Background: an optimization exercise with open tools, aiming at small area, a short achievable clock period and few clock cycles. Do not read the settings as production practice. Only the layout flow was run in this run; the RTL was not checked for function there.

==> design.v <==
module kz_lapcore (
    input  wire        clk,
    input  wire        rst_n,        
    input  wire        in_valid,
    output wire        in_ready,
    input  wire        in_op,        
    input  wire [31:0] in_data,
    input  wire [1:0]  in_gain,
    input  wire [15:0] in_gate,
    input  wire [15:0] in_dist,
    output reg         out_valid,
    output wire [15:0] out_e,
    output wire [31:0] out_period,
    output wire [31:0] out_length,
    output reg         out_reject,
    output reg         out_dist,
    output reg         out_loss
);
    localparam [30:0] P_NOM = 31'd1280000000;
    localparam [33:0] P_MIN = 34'd896000000;
    localparam [33:0] P_MAX = 34'd1638400000;
    localparam [2:0] S_IDLE = 3'd0, S_DIV = 3'd1, S_MM = 3'd2, S_MUL1 = 3'd3,
                     S_PU = 3'd4, S_MUL2 = 3'd5, S_LU = 3'd6;
    reg [2:0]  st;
    reg [4:0]  cnt;
    reg [30:0] P;
    reg [33:0] R;         
    reg [18:0] Q;         
    reg [15:0] G;         
    reg [17:0] Y;         
    reg        bp;        
    reg        neg;
    reg [1:0]  gain;
    reg        lz;        
    assign in_ready   = (st == S_IDLE);
    assign out_e      = Q[15:0];
    assign out_period = {1'b0, P};
    assign out_length = R[31:0];
    wire [24:0] d_abs = in_data[31] ? (25'd0 - in_data[24:0]) : in_data[24:0];
    wire div_skip = (st == S_DIV) && !R[33] && (R[32:25] == 8'd0) && (cnt >= 5'd4);
    wire mul_st   = (st == S_MUL1) || (st == S_MUL2);
    wire mul_skip = mul_st && (Y[7:0] == 8'd0) && !bp && (cnt >= 5'd4);
    wire b_m1  = Y[0] ^ bp;
    wire b_m2  = (Y[1] & ~Y[0] & ~bp) | (~Y[1] & Y[0] & bp);
    wire b_neg = Y[1] & ~(Y[0] & bp);
    reg  [33:0] X;
    reg         m1, m2, inv;
    always @(*) begin
        X = R; m1 = 1'b0; m2 = 1'b0; inv = 1'b0;
        case (st)
            S_DIV: begin
                if (div_skip) X = {R[29:0], 4'd0};
                else begin
                    X = {R[32:0], 1'b0};
                    m1 = 1'b1;
                    inv = !R[33];
                end
            end
            S_MUL1, S_MUL2: begin
                if (mul_skip) X = {{6{R[33]}}, R[33:6]};
                else begin
                    m1 = b_m1; m2 = b_m2;
                    inv = (b_neg ^ neg) & (b_m1 | b_m2);
                end
            end
            S_PU: m1 = 1'b1;
            S_LU: begin
                m1 = 1'b1;
                if (lz) X = 34'd0;
            end
            default: ;
        endcase
    end
    wire [33:0] Yop = (m1 ? {3'd0, P} : m2 ? {2'd0, P, 1'b0} : 34'd0) ^ {34{inv}};
    wire [33:0] sum = X + Yop + {33'd0, inv};
    wire        rej  = Q > {2'd0, G, 1'b0};           
    wire        dfl  = Q > {1'b0, Y};                 
    wire [15:0] m16  = Q[16:1] + {15'd0, Q[0]};       
    wire [15:0] mc   = dfl ? Y[16:1] : m16;
    wire [15:0] e_ps = (Q >= 19'd65535) ? 16'h7FFF : m16;
    wire [15:0] e_ng = (Q >  19'd65536) ? 16'h8000 : (16'd0 - m16);
    wire [33:0] v1 = (34'd1 << (5'd25 - {2'd0, gain, 1'b0})) - {33'd0, neg};
    wire [33:0] v2 = (34'd1 << (gain[1] ? 5'd17 : 5'd19)) - {33'd0, neg};
    wire p_ok = !(sum < P_MIN) && !(sum > P_MAX);
    always @(posedge clk) begin
        out_valid <= 1'b0;
        if (!rst_n) begin
            st <= S_IDLE;
            P  <= P_NOM;
        end else begin
            case (st)
                S_IDLE: if (in_valid) begin
                    out_reject <= 1'b0;
                    out_dist   <= 1'b0;
                    out_loss   <= 1'b0;
                    if (in_op) begin
                        P  <= in_data[30:0];
                        Q  <= 19'd0;
                        lz <= 1'b1;
                        st <= S_LU;
                    end else begin
                        neg  <= in_data[31];
                        gain <= in_gain;
                        G    <= in_gate;
                        Y    <= {1'b0, in_dist, 1'b0};
                        R    <= {5'd0, d_abs, 4'd0};
                        cnt  <= 5'd19;
                        st   <= S_DIV;
                    end
                end
                S_DIV: begin
                    R <= sum;
                    if (div_skip) begin
                        Q   <= {Q[14:0], 4'd0};
                        cnt <= cnt - 5'd4;
                        if (cnt == 5'd4) st <= S_MM;
                    end else begin
                        Q   <= {Q[17:0], !sum[33]};
                        cnt <= cnt - 5'd1;
                        if (cnt == 5'd1) st <= S_MM;
                    end
                end
                S_MM: begin
                    Q <= {3'd0, neg ? e_ng : e_ps};
                    if (rej) begin
                        out_reject <= 1'b1;
                        lz <= 1'b1;
                        st <= S_LU;
                    end else begin
                        out_dist <= dfl;
                        lz  <= 1'b0;
                        G   <= mc;
                        Y   <= {1'b0, mc, 1'b0};
                        bp  <= 1'b0;
                        R   <= v1;
                        cnt <= 5'd13 - {3'd0, gain};
                        st  <= S_MUL1;
                    end
                end
                S_MUL1, S_MUL2: begin
                    R  <= {{2{sum[33]}}, sum[33:2]};
                    if (mul_skip) begin
                        Y   <= {8'd0, Y[17:8]};
                        bp  <= 1'b0;
                        cnt <= cnt - 5'd4;
                        if (cnt == 5'd4) st <= st + 3'd1;
                    end else begin
                        Y   <= {2'd0, Y[17:2]};
                        bp  <= Y[1];
                        cnt <= cnt - 5'd1;
                        if (cnt == 5'd1) st <= st + 3'd1;
                    end
                end
                S_PU: begin
                    if (p_ok) begin
                        P   <= sum[30:0];
                        R   <= v2;
                        Y   <= gain[0] ? {1'b0, G, 1'b0} : {2'd0, G};
                        bp  <= 1'b0;
                        cnt <= gain[1] ? 5'd9 : 5'd10;
                        st  <= S_MUL2;
                    end else begin
                        out_loss <= 1'b1;
                        lz <= 1'b1;
                        st <= S_LU;
                    end
                end
                S_LU: begin
                    R <= sum;
                    out_valid <= 1'b1;
                    st <= S_IDLE;
                end
                default: st <= S_IDLE;
            endcase
        end
    end
endmodule
==> run.sh <==
#!/bin/bash
# synth_recipe.tcl (not shown) runs the flow's synth.tcl, then flattens the netlist and writes it again
# the make line also repeats each setting of config.mk as NAME=value (left out here)
make -C /OpenROAD-flow-scripts/flow DESIGN_CONFIG=/design/flow/config.mk WORK_HOME=/design/flow/orfs CLKGATE_MAP_FILE= SYNTH_SCRIPT=/design/flow/synth_recipe.tcl finish
==> config.mk <==
export PLATFORM = sky130hd
export DESIGN_NAME = kz_lapcore
export DESIGN_NICKNAME = kz_lapcore
export VERILOG_FILES = /design/flow/design.v
export SDC_FILE = /design/flow/constraint.sdc
export NUM_CORES = 4
export LEC_CHECK = 0
export CAP_MARGIN = 20
export CORE_MARGIN = 2
export CORE_UTILIZATION = 40
export SLEW_MARGIN = 20
==> constraint.sdc <==
create_clock -name core_clock -period 14.0 [get_ports {clk}]
set_input_delay 2.8000 -clock core_clock [delete_from_list [all_inputs] [get_ports {clk}]]
set_output_delay 2.8000 -clock core_clock [all_outputs]
set_load 0.01 [all_outputs]
==> notes.md <==
tightest hold or removal path, delay by kind of cell (launching register included):
| kind | cells | cell delay, ns |
|---|---|---|
| buffers and inverters | 1 | 0.08 |
| AOI/OAI and AO/OA | 1 | 0.07 |
| DFF | 1 | 0.37 |
flip-flops by register name (all words and copies together) (netlist names):
| register | cells |
|---|---|
| cnt | 5 |
| out_loss | 1 |
| out_dist | 1 |
| gain | 2 |
| neg | 1 |
| Q | 19 |
| P | 31 |
| out_valid | 1 |
| G | 16 |
| st | 3 |
| R | 34 |
| bp | 1 |
| Y | 17 |
| lz | 1 |
| out_reject | 1 |
Yosys cell counts, types with 18 or more instances:
cell type / n / area (sq um)
xnor2_1: 74 / 648
nor3_1: 33 / 165
a22oi_1: 43 / 323
edfxtp_1: 99 / 2970
nor2_1: 120 / 450
ha_1: 81 / 1010
xor2_1: 36 / 315
a21oi_1: 126 / 631
a211oi_1: 38 / 285
o21ai_0: 96 / 480
nand3_1: 34 / 170
a41o_1: 19 / 190
o211ai_1: 18 / 135
a221o_1: 34 / 340
buf_4: 50 / 375
inv_1: 74 / 278
and3_1: 18 / 113
mux2i_1: 27 / 270
a21o_1: 28 / 210
o21a_1: 22 / 165
clkbuf_1: 103 / 387
nand2_1: 161 / 604
a22o_1: 26 / 228
dfxtp_1: 35 / 701
nand4_1: 26 / 163
cells by family (layout without fill, tap and decap cells):
| family | after synthesis | in the layout | share of synthesized area |
|---|---|---|---|
| buffers and inverters | 246 | 289 | 0.0839 |
| muxes | 29 | 29 | 0.0213 |
| xor gates and xnor gates | 110 | 110 | 0.0701 |
| other | 1 | 2 | 0.000273 |
| and+or+nand+nor | 479 | 479 | 0.165 |
| DFF | 134 | 134 | 0.267 |
| AOI/OAI and AO/OA | 607 | 607 | 0.317 |
| adders and majority gates | 82 | 82 | 0.0752 |
worst max path at each step:
stage / end / slack [ns] / depth (start not counted)
after floorplan: R[0] / 5.03 / 24
after detailed placement: R[1] / 5.75 / 23
after CTS: R[7] / 5.70 / 23
after global routing: P[12] / 5.08 / 24
final: R[1] / 5.49 / 23
after global placement: R[2] / 5.89 / 23
layer usage:
metal / up-vias / part of all wire
met3: 71 / 0.12
met2: 885 / 0.40
met5: - / 0
li1: 6422 / -
met4: 0 / 0.018
met1: 6781 / 0.46
through the flow:
step,instance area (sq um),worst slack [ns],hold slack (ns)
2_1_floorplan,13700,5.03,0.507
4_1_cts,15900,5.70,0.554
3_5_place_dp,15300,5.75,0.545
6_report,15900,5.49,0.567
5_1_grt,15900,5.08,0.571
3_3_place_gp,15300,5.89,0.543
final cells by class:
cell class	instances	area, sq um
inverter	75	282
multi-input combinational	1308	9010
antenna	1	2.50
sequential	134	3670
tap	448	561
clock buffer	18	439
fill	3365	17800
clock inverter	14	195
timing repair buffer	182	1750
==> flow_summary.yaml <==
timing:
  clock.fmax_ghz: 0.117
  period_needed_ns: 8.51
  rsz0062_at_grt: "no"
  worst_pin_slew_ns: 1.12
  fin_skew_ns: 0.0134
  setup_viol: 0
  max_slew_margin: 0.251
  period_share: 0.608
  slew_viol_final: 0
  hold_viol_final: 0
  fin_setup_tns_ns: 0
global_routing:
  grt.overflow.total: 0
  grt_max_degree: 76
  grt_pass1_vias: 13033
  antenna_found_initial: 0
  met3_usage: 0.0649
  grt-busiest-layer: "met1"
  grtUsageMet2: 0.414
  grt_first_pass_wirelength_um: 82700
  grtUsageMet1: 0.472
  gr-usage-all-layers: 0.301
floorplan:
  row_count: 67
  dieHeight_um: 189
  coreArea_sq_mm: 0.0337
  design.die.area_sq_mm: 0.0359
  initial_core_util: 0.408
  pin_count: 155
  fp.dieW_um: 189
yosys:
  syn-num-nets: 1840
  yosysWarnings: 1
  synth_area_per_cell_sq_um: 8.14
  syn-instance-count: 1688
  synth_edf_count: 99
  yosysUniqueCellTypes: 83
  syn_area_sq_mm: 0.0137
  synth-seq-area-share: 0.267
  ys_ff_latch: 134
  async_flop_share: 0
  synth_ff_type: "edfxtp_1"
setup_path:
  critPathRequiredTime_ns: 14.07
  cp_slowest_cell: "xor2_1"
  critical_path.max_fanout: 38
  critPathKind: "reg -> reg"
  crit_arrival_ns: 8.59
  critPathCaptureType: "flop"
  critPathMaxStageDelay_ns: 0.72
  worst_r2r_path_depth: 23
  r2r_end: "R[1]"
  reg2reg_slack_ns: 5.49
  crit_buf_inv: 3
  critPathLaunchType: "flop"
  r2r_start: "cnt[2]"
  critPathTopFamily: "compound AO/OA/AOI/OAI gates"
  critPathLaunch: "cnt[2]"
  worstPathCellList: "ha_1 > a2111o_1 > a41oi_2 > a221o_1 > buf_4 > a211oi_4 > buf_4 > a22oi_1 > xnor2_1 > ha_1 > a21oi_1 > o21ai_0 > a221o_1 > o21ai_0 > a31oi_1 > a31oi_1 > xor2_1 > a311oi_1 > or3_1 > a21oi_1 > a21oi_1 > a211oi_4 > buf_4"
routing:
  drt_iter0_drc: 2001
  dr.pass1.iters: 7
  drt_wl_total_um: 54900
  wl_per_cell_um: 25.2
  viasPerCell: 6.49
  vias: 14159
  ant_nets: 0
  drc: 0
cts:
  cts_buffers: 17
  postCtsHoldBufs: 0
  post_cts_buffers: 0
  clock_latency_ns: 0.44
  htreeDepth: 4
  tritoncts: "done"
  clk_pin_slew_ns: 0.06
  clock-sinks: 134
  cts_resized: 0
  ctsLongestPathBuffers: 2
  cts-root-buf: "clkbuf_16"
final_layout:
  finish.net_count: 1870
  final_util: 0.472
  instances_no_fill: 2180
  layout_commonest_cell: "nand2_1"
  layout_common_cells: "160 x nand2_1, 153 x clkdlybuf4s50_1, 126 x a21oi_1, 120 x nor2_1, 99 x edfxtp_1"
  area_growth_pct: 15.7
  drive_above_1_share: 0.0566
placed_design:
  port_buffers: 153
  hpwlAfterDp_um: 41800
  gp_congestion: 0.930
  dp_cells: 2147
min_path:
  hold_end: "P[1]"
  hold_path.class: "reg -> reg"
  min_from: "P[1]"
  worstHoldPathCells: 2
status:
  status: "finished clean"
run:
  drv_cap: 0

## what the ideal ports hide
How much do the figures lean on ideal ports? The routed layout below was timed once more, with nothing changed but the port constraints.
Step 1 assumes that a clkbuf_16 drives the clock port and a buf_2 every other input.
Step 2, shift: input delay + t, output delay - t, t = (earliest + latest rising clock arrival at the registers) / 2. This alone moves slack from input paths to output paths.
a / b / c = ideal / step 1 / step 2; a / b = the first two.
t, ns: 0.488
setup slack, ns: 5.486 / 5.486 / 5.486
hold slack, ns: 0.567 / 0.567 / 0.567
pins driven straight from the clock port: 1
After both steps this run still meets setup and hold. For this run, drivers alone change the setup slack by 0.000 ns; drivers and shift together by 0.000 ns.
